This design comes from an exercise in tuning for small area, a short achievable clock period and few clock cycles per item on the open sky130 flow, not from production work.
In this exercise RTL edits were held to simulation tests only and were not proved equivalent to the original.

## design/flow/run.sh

```bash
#!/bin/bash
# synth_recipe.tcl (not shown) runs the flow's synth.tcl, then flattens the netlist and writes it again
# the make line also repeats each setting of config.mk as NAME=value (left out here)
make -C /OpenROAD-flow-scripts/flow DESIGN_CONFIG=/design/flow/config.mk WORK_HOME=/design/flow/orfs CLKGATE_MAP_FILE= SYNTH_SCRIPT=/design/flow/synth_recipe.tcl finish
```

## design/flow/config.mk

```make
export PLATFORM = sky130hd
export DESIGN_NAME = sha256_core
export DESIGN_NICKNAME = sha256_core
export VERILOG_FILES = /design/flow/design.v
export SDC_FILE = /design/flow/constraint.sdc
export NUM_CORES = 4
export LEC_CHECK = 0
export CAP_MARGIN = 20
export CORE_MARGIN = 2
export CORE_UTILIZATION = 40
export SLEW_MARGIN = 20
```

## design/flow/constraint.sdc

```tcl
create_clock -name core_clock -period 10.0 [get_ports {clk}]
set_input_delay 2.0000 -clock core_clock [delete_from_list [all_inputs] [get_ports {clk}]]
set_output_delay 2.0000 -clock core_clock [all_outputs]
set_load 0.01 [all_outputs]
```

## design/flow/design.v

```verilog
module sha256_core (
    input  wire         clk,
    input  wire         rst,         
    input  wire         in_valid,
    output wire         in_ready,
    input  wire         in_first,
    input  wire [511:0] in_block,    
    output wire         out_valid,
    output wire [255:0] out_digest   
);
    localparam [1:0] S_IDLE = 2'd0,
                     S_RUN  = 2'd1,
                     S_FIN  = 2'd2;
    reg  [1:0]  state;
    reg  [5:0]  round;
    reg         valid_q;
    reg  [31:0] hv [0:7];
    reg  [31:0] a, b, c, d, e, f, g, h;
    reg  [31:0] w [0:15];
    function [31:0] rotr(input [31:0] x, input integer n);
        rotr = (x >> n) | (x << (32 - n));
    endfunction
    localparam [2047:0] K_TABLE = {
        32'h428a2f98, 32'h71374491, 32'hb5c0fbcf, 32'he9b5dba5,
        32'h3956c25b, 32'h59f111f1, 32'h923f82a4, 32'hab1c5ed5,
        32'hd807aa98, 32'h12835b01, 32'h243185be, 32'h550c7dc3,
        32'h72be5d74, 32'h80deb1fe, 32'h9bdc06a7, 32'hc19bf174,
        32'he49b69c1, 32'hefbe4786, 32'h0fc19dc6, 32'h240ca1cc,
        32'h2de92c6f, 32'h4a7484aa, 32'h5cb0a9dc, 32'h76f988da,
        32'h983e5152, 32'ha831c66d, 32'hb00327c8, 32'hbf597fc7,
        32'hc6e00bf3, 32'hd5a79147, 32'h06ca6351, 32'h14292967,
        32'h27b70a85, 32'h2e1b2138, 32'h4d2c6dfc, 32'h53380d13,
        32'h650a7354, 32'h766a0abb, 32'h81c2c92e, 32'h92722c85,
        32'ha2bfe8a1, 32'ha81a664b, 32'hc24b8b70, 32'hc76c51a3,
        32'hd192e819, 32'hd6990624, 32'hf40e3585, 32'h106aa070,
        32'h19a4c116, 32'h1e376c08, 32'h2748774c, 32'h34b0bcb5,
        32'h391c0cb3, 32'h4ed8aa4a, 32'h5b9cca4f, 32'h682e6ff3,
        32'h748f82ee, 32'h78a5636f, 32'h84c87814, 32'h8cc70208,
        32'h90befffa, 32'ha4506ceb, 32'hbef9a3f7, 32'hc67178f2};
    function [31:0] k_const(input [5:0] t);
        k_const = K_TABLE[2047 - 32*t -: 32];
    endfunction
    localparam [255:0] IV = {32'h6a09e667, 32'hbb67ae85, 32'h3c6ef372, 32'ha54ff53a,
                             32'h510e527f, 32'h9b05688c, 32'h1f83d9ab, 32'h5be0cd19};
    wire [31:0] big_s1 = rotr(e, 6) ^ rotr(e, 11) ^ rotr(e, 25);
    wire [31:0] ch     = (e & f) ^ (~e & g);
    wire [31:0] big_s0 = rotr(a, 2) ^ rotr(a, 13) ^ rotr(a, 22);
    wire [31:0] maj    = (a & b) ^ (a & c) ^ (b & c);
    wire [31:0] t1     = h + big_s1 + ch + k_const(round) + w[0];
    wire [31:0] t2     = big_s0 + maj;
    wire [31:0] sm0    = rotr(w[1], 7) ^ rotr(w[1], 18) ^ (w[1] >> 3);
    wire [31:0] sm1    = rotr(w[14], 17) ^ rotr(w[14], 19) ^ (w[14] >> 10);
    wire [31:0] w_next = sm1 + w[9] + sm0 + w[0];
    wire accept = in_valid && in_ready;
    assign in_ready  = (state == S_IDLE);
    assign out_valid = valid_q;
    assign out_digest = {hv[0], hv[1], hv[2], hv[3], hv[4], hv[5], hv[6], hv[7]};
    integer i;
    always @(posedge clk) begin
        if (rst) begin
            state   <= S_IDLE;
            round   <= 6'd0;
            valid_q <= 1'b0;
        end else begin
            valid_q <= 1'b0;
            case (state)
                S_IDLE: if (accept) begin
                    state <= S_RUN;
                    round <= 6'd0;
                end
                S_RUN: begin
                    round <= round + 6'd1;
                    if (round == 6'd63)
                        state <= S_FIN;
                end
                default: begin
                    state   <= S_IDLE;
                    valid_q <= 1'b1;
                end
            endcase
        end
    end
    always @(posedge clk) begin
        if (state == S_IDLE && accept) begin
            if (in_first) begin
                for (i = 0; i < 8; i = i + 1)
                    hv[i] <= IV[255 - 32*i -: 32];
                {a, b, c, d, e, f, g, h} <= IV;
            end else begin
                {a, b, c, d, e, f, g, h} <= out_digest;
            end
            for (i = 0; i < 16; i = i + 1)
                w[i] <= in_block[511 - 32*i -: 32];
        end else if (state == S_RUN) begin
            h <= g;
            g <= f;
            f <= e;
            e <= d + t1;
            d <= c;
            c <= b;
            b <= a;
            a <= t1 + t2;
            for (i = 0; i < 15; i = i + 1)
                w[i] <= w[i + 1];
            w[15] <= w_next;
        end else if (state == S_FIN) begin
            hv[0] <= hv[0] + a;
            hv[1] <= hv[1] + b;
            hv[2] <= hv[2] + c;
            hv[3] <= hv[3] + d;
            hv[4] <= hv[4] + e;
            hv[5] <= hv[5] + f;
            hv[6] <= hv[6] + g;
            hv[7] <= hv[7] + h;
        end
    end
endmodule
```

==> run notes <==
## cells in the mapped netlist (53+ instances only)
master / instances / area share, %
nand3_1: 104 / 0.74
o21ai_0: 616 / 4.4
clkbuf_1: 333 / 1.8
inv_1: 303 / 1.6
a211oi_1: 73 / 0.78
nand2b_1: 74 / 0.66
xnor2_1: 386 / 4.8
xor2_1: 172 / 2.1
edfxtp_1: 1024 / 44
a21o_1: 163 / 1.7
a31oi_1: 53 / 0.47
nor3_1: 86 / 0.61
a21oi_1: 387 / 2.8
fa_1: 195 / 5.6
ha_1: 388 / 6.9
nor2_1: 313 / 1.7
nand2_1: 2082 / 11
## flip-flops by register name (all words and copies together), names as in the netlist
name	flops
w	512
hv	256
a	32
b	32
c	32
d	32
e	32
f	32
g	32
h	32
round	6
state	2
valid_q	1
## per-stage QoR
stage | cells | worst slack, ps | util, % | setup TNS (ps)
after CTS | 10610 | 851.9 | 48.68 | 0
after global placement | 10390 | 1072 | 46.51 | 0
after global routing | 10630 | 124.7 | 48.70 | 0
final | 10630 | 766.9 | 48.71 | 0
after detailed placement | 10390 | 907.5 | 46.51 | 0
after floorplan | 7497 | -4765 | - | -3659870
## logic make-up (layout without fill, tap and decap cells)
kind of cell	after synthesis	in the layout
xor+xnor	559	559
simple gates	2879	2879
compound gates	1719	1719
buf+inv	668	1458
flops	1033	1033
other cells	0	20
fa+ha+maj	609	609
mux	30	30
## layer usage
metal | GRT usage (%) | wire length (um) | share of wire, % | vias to the layer above
met2 | 51.15 | 135700 | 47 | 2780
met1 | 40.02 | 114900 | 40 | 29580
met4 | 15.08 | 15530 | 5.4 | 38
li1 | - | - | - | 27710
met5 | 0 | 265 | 0.092 | -
met3 | 5.474 | 21320 | 7.4 | 517
## final cells by class
class | instances | share of cell area (%)
sequential | 1033 | 36.45
inverter | 304 | 1.349
antenna | 20 | 0.05898
clock inverter | 68 | 0.7624
multi-input combinational | 5796 | 43.46
timing repair buffer | 934 | 10.79
clock buffer | 152 | 3.691
tap | 2325 | 3.428
## critical path: cells and delay by family (launching register included)
kind                       cells  cell delay, ps
AOI/OAI and AO/OA             19            3620
xor gates and xnor gates       2             420
adders and majority gates      7            2710
buffers and inverters          5             570
DFF                            1             620
and+or+nand+nor                7            1000
## worst max path at each step
stage	from	endpoint	slack, ps	cells after the start
floorplan	in_valid	a[0]	-4770	7
global placement	round[0]	a[28]	1070	38
detailed placement	round[0]	a[31]	910	41
CTS	round[0]	a[31]	850	40
global route	round[0]	a[31]	120	40
finish	round[0]	a[31]	770	40
==> metrics.md <==
| Metric | Value |
|---|---|
| Share of cells above drive strength 1 | 4.887% |
| Worst stage delay on the critical path | 620 ps |
| Share of flip-flops with an asynchronous set or reset | 0% |
| Clock skew | 28.54 ps |
| Fin crit share | between 90 and 100% |
| CTS root buffer | clkbuf_16 |
| Avg WL per Cell | 27.06 um |
| CTS max path bufs | 3 |
| IO buf count | 773 |
| Fmax | around 110 MHz |
| WL final | 287700 um |
| Min-Delay Startpoint | w[5][16] |
| Drt first-iter violations | 6319 |
| Hold buffers post-CTS | 0 |
| CTS sink count | just over 1000 |
| R2R Setup Slk | 770 ps |
| R2R depth | 40 |
| Synth Warn # | 3 |
| Final Cell Area | ~0.085 mm^2 |
| Post-synth cell types | between 80 and 90 |
| Drt pass-1 iters | 7 |
| Reg area | 0.03093 mm^2 |
| Relative slew slack | a little under a quarter |
| Crit path max fanout | 38 |
| TritonCTS clock tree | yes |
| Layout filler cell count | 16500 |
| Post-synthesis mux area share | less than 1% |
| Max-slew violation count | 0 |
| Synth Area in Adders | 12.84% |
| Worst Hold Class | reg -> reg |
| Worst hold path depth | 2 |
| Post-CTS Setup Inserts | 0 |
| Crit path required time | 10530 ps |
| Chip Height | 423.0 um |
| DRC violations left | 0 |
| Syn Std Cell Area | 0.07023 mm^2 |
| Post-Synth Simple-Gate Area | 16.89% |
| GR Util All Layers | 31.25% |
| Initial Util | between 40% and 50% |
| Setup CP Type | reg -> reg |
| Largest net degree at the start of global routing | around 190 |
| Layout area overhead | 20.81% |
| Post-DRT Antenna Nets | 0 |
| CP dominant cell by count | a21oi_1 |
| Placer Congestion | 0.9689 |
| Endpoints failing hold | 0 |
| Synthesized flop and latch total | 1033 |
| R2r endpoint | a[31] |
| DR vias/cell | between 5 and 6 |
| Max-Cap Viols | 0 |
| RSZ-0062 raised after global routing | no |
| Worst r2r src | round[0] |
| Area of the multi-input gates | 0.03688 mm^2 |
| Mapped Cells | 7497 |
| Critical path data arrival time | about 9800 ps |
| Endpoints failing setup | 0 |
| Vias in the first global route | approximately 60000 |
| Worst hold slack | slightly below 500 ps |
| Routed via count | between 60000 and 70000 |
| Post-synthesis xor/xnor area fraction | 6.991% |
| Commonest non-fill, non-tap cell in the layout | nand2_1 |
| Boundary pin count | 774 |
| Clk slew on worst S/H paths | 60 ps |
| Synthesized area per cell | about 9.4 um^2 |
| Minimum clock period | approximately 9000 ps |
| CP endpoint kind | flop |
| Syn Nets | ~8600 |
| Insertion delay to the later sink of the worst-skew pair | 810 ps |
| Setup crit start kind | flop |
| Status | finished clean |
| Row count | roughly 150 |
| Seq/Total Area, Yosys | 44.04% |
| Layout Nets | 9287 |
| Least-Margin Pin Slew | between 1000 and 1500 ps |
| Total CTS buffers | around 120 |
| Compound-cell area share of the yosys netlist | approximately 15% |
| Most frequent cells in the layout | 2081 x nand2_1, 1024 x edfxtp_1, 772 x clkdlybuf4s50_1, 616 x o21ai_0 |
| Die area | 0.1790 mm^2 |
| Hold Path End | w[4][16] |
| Post-synth EDFFs | between 1000 and 1500 |
| First-pass GRT wire length | 408800 um |
| Core area | around 0.17 mm^2 |
| Slowest cell on crit path | dfxtp_1 |
| Primary FF master, synth | edfxtp_1 |
| Remaining Overflow, GRT | 0 |
| H-tree depth | 3 |
| DP HPWL | 223500 um |
| Area after DPL | 0.08102 mm^2 |
| Post_cts resized | 0 |
| Largest family of logic cells by synthesized area | simple AND/OR/NAND/NOR gates |
| Initial antenna violation count | 41 |
| Die W | 423.0 um |
Testbench counts, summed over its fixed seeds: cycles 21,128, items 320.

## separate check: timing with driven ports
The flow's constraints put no driver on any port. The routed layout listed below was extracted and timed again, unchanged, in two steps. Step 1 assumes that a clkbuf_16 drives the clock port and a buf_2 every other input. Step 2 moves the port delays by t, midway between the first and last clock arrival at a register: inputs arrive t later, outputs are due t later. That takes back most of the time a late clock gives input paths. Slacks: no drivers / after step 1 / after step 2; pairs: no drivers / after step 1.
t (ns): 0.890
setup WS [ns]: 0.767 / 0.767 / 0.767
slew at the worst register clock pin (ns): 0.07 / 0.07
pins driven straight from the clock port: 1
After both steps this run still meets setup and hold. For this run, drivers alone change the setup slack by 0.000 ns; drivers and shift together by 0.000 ns.
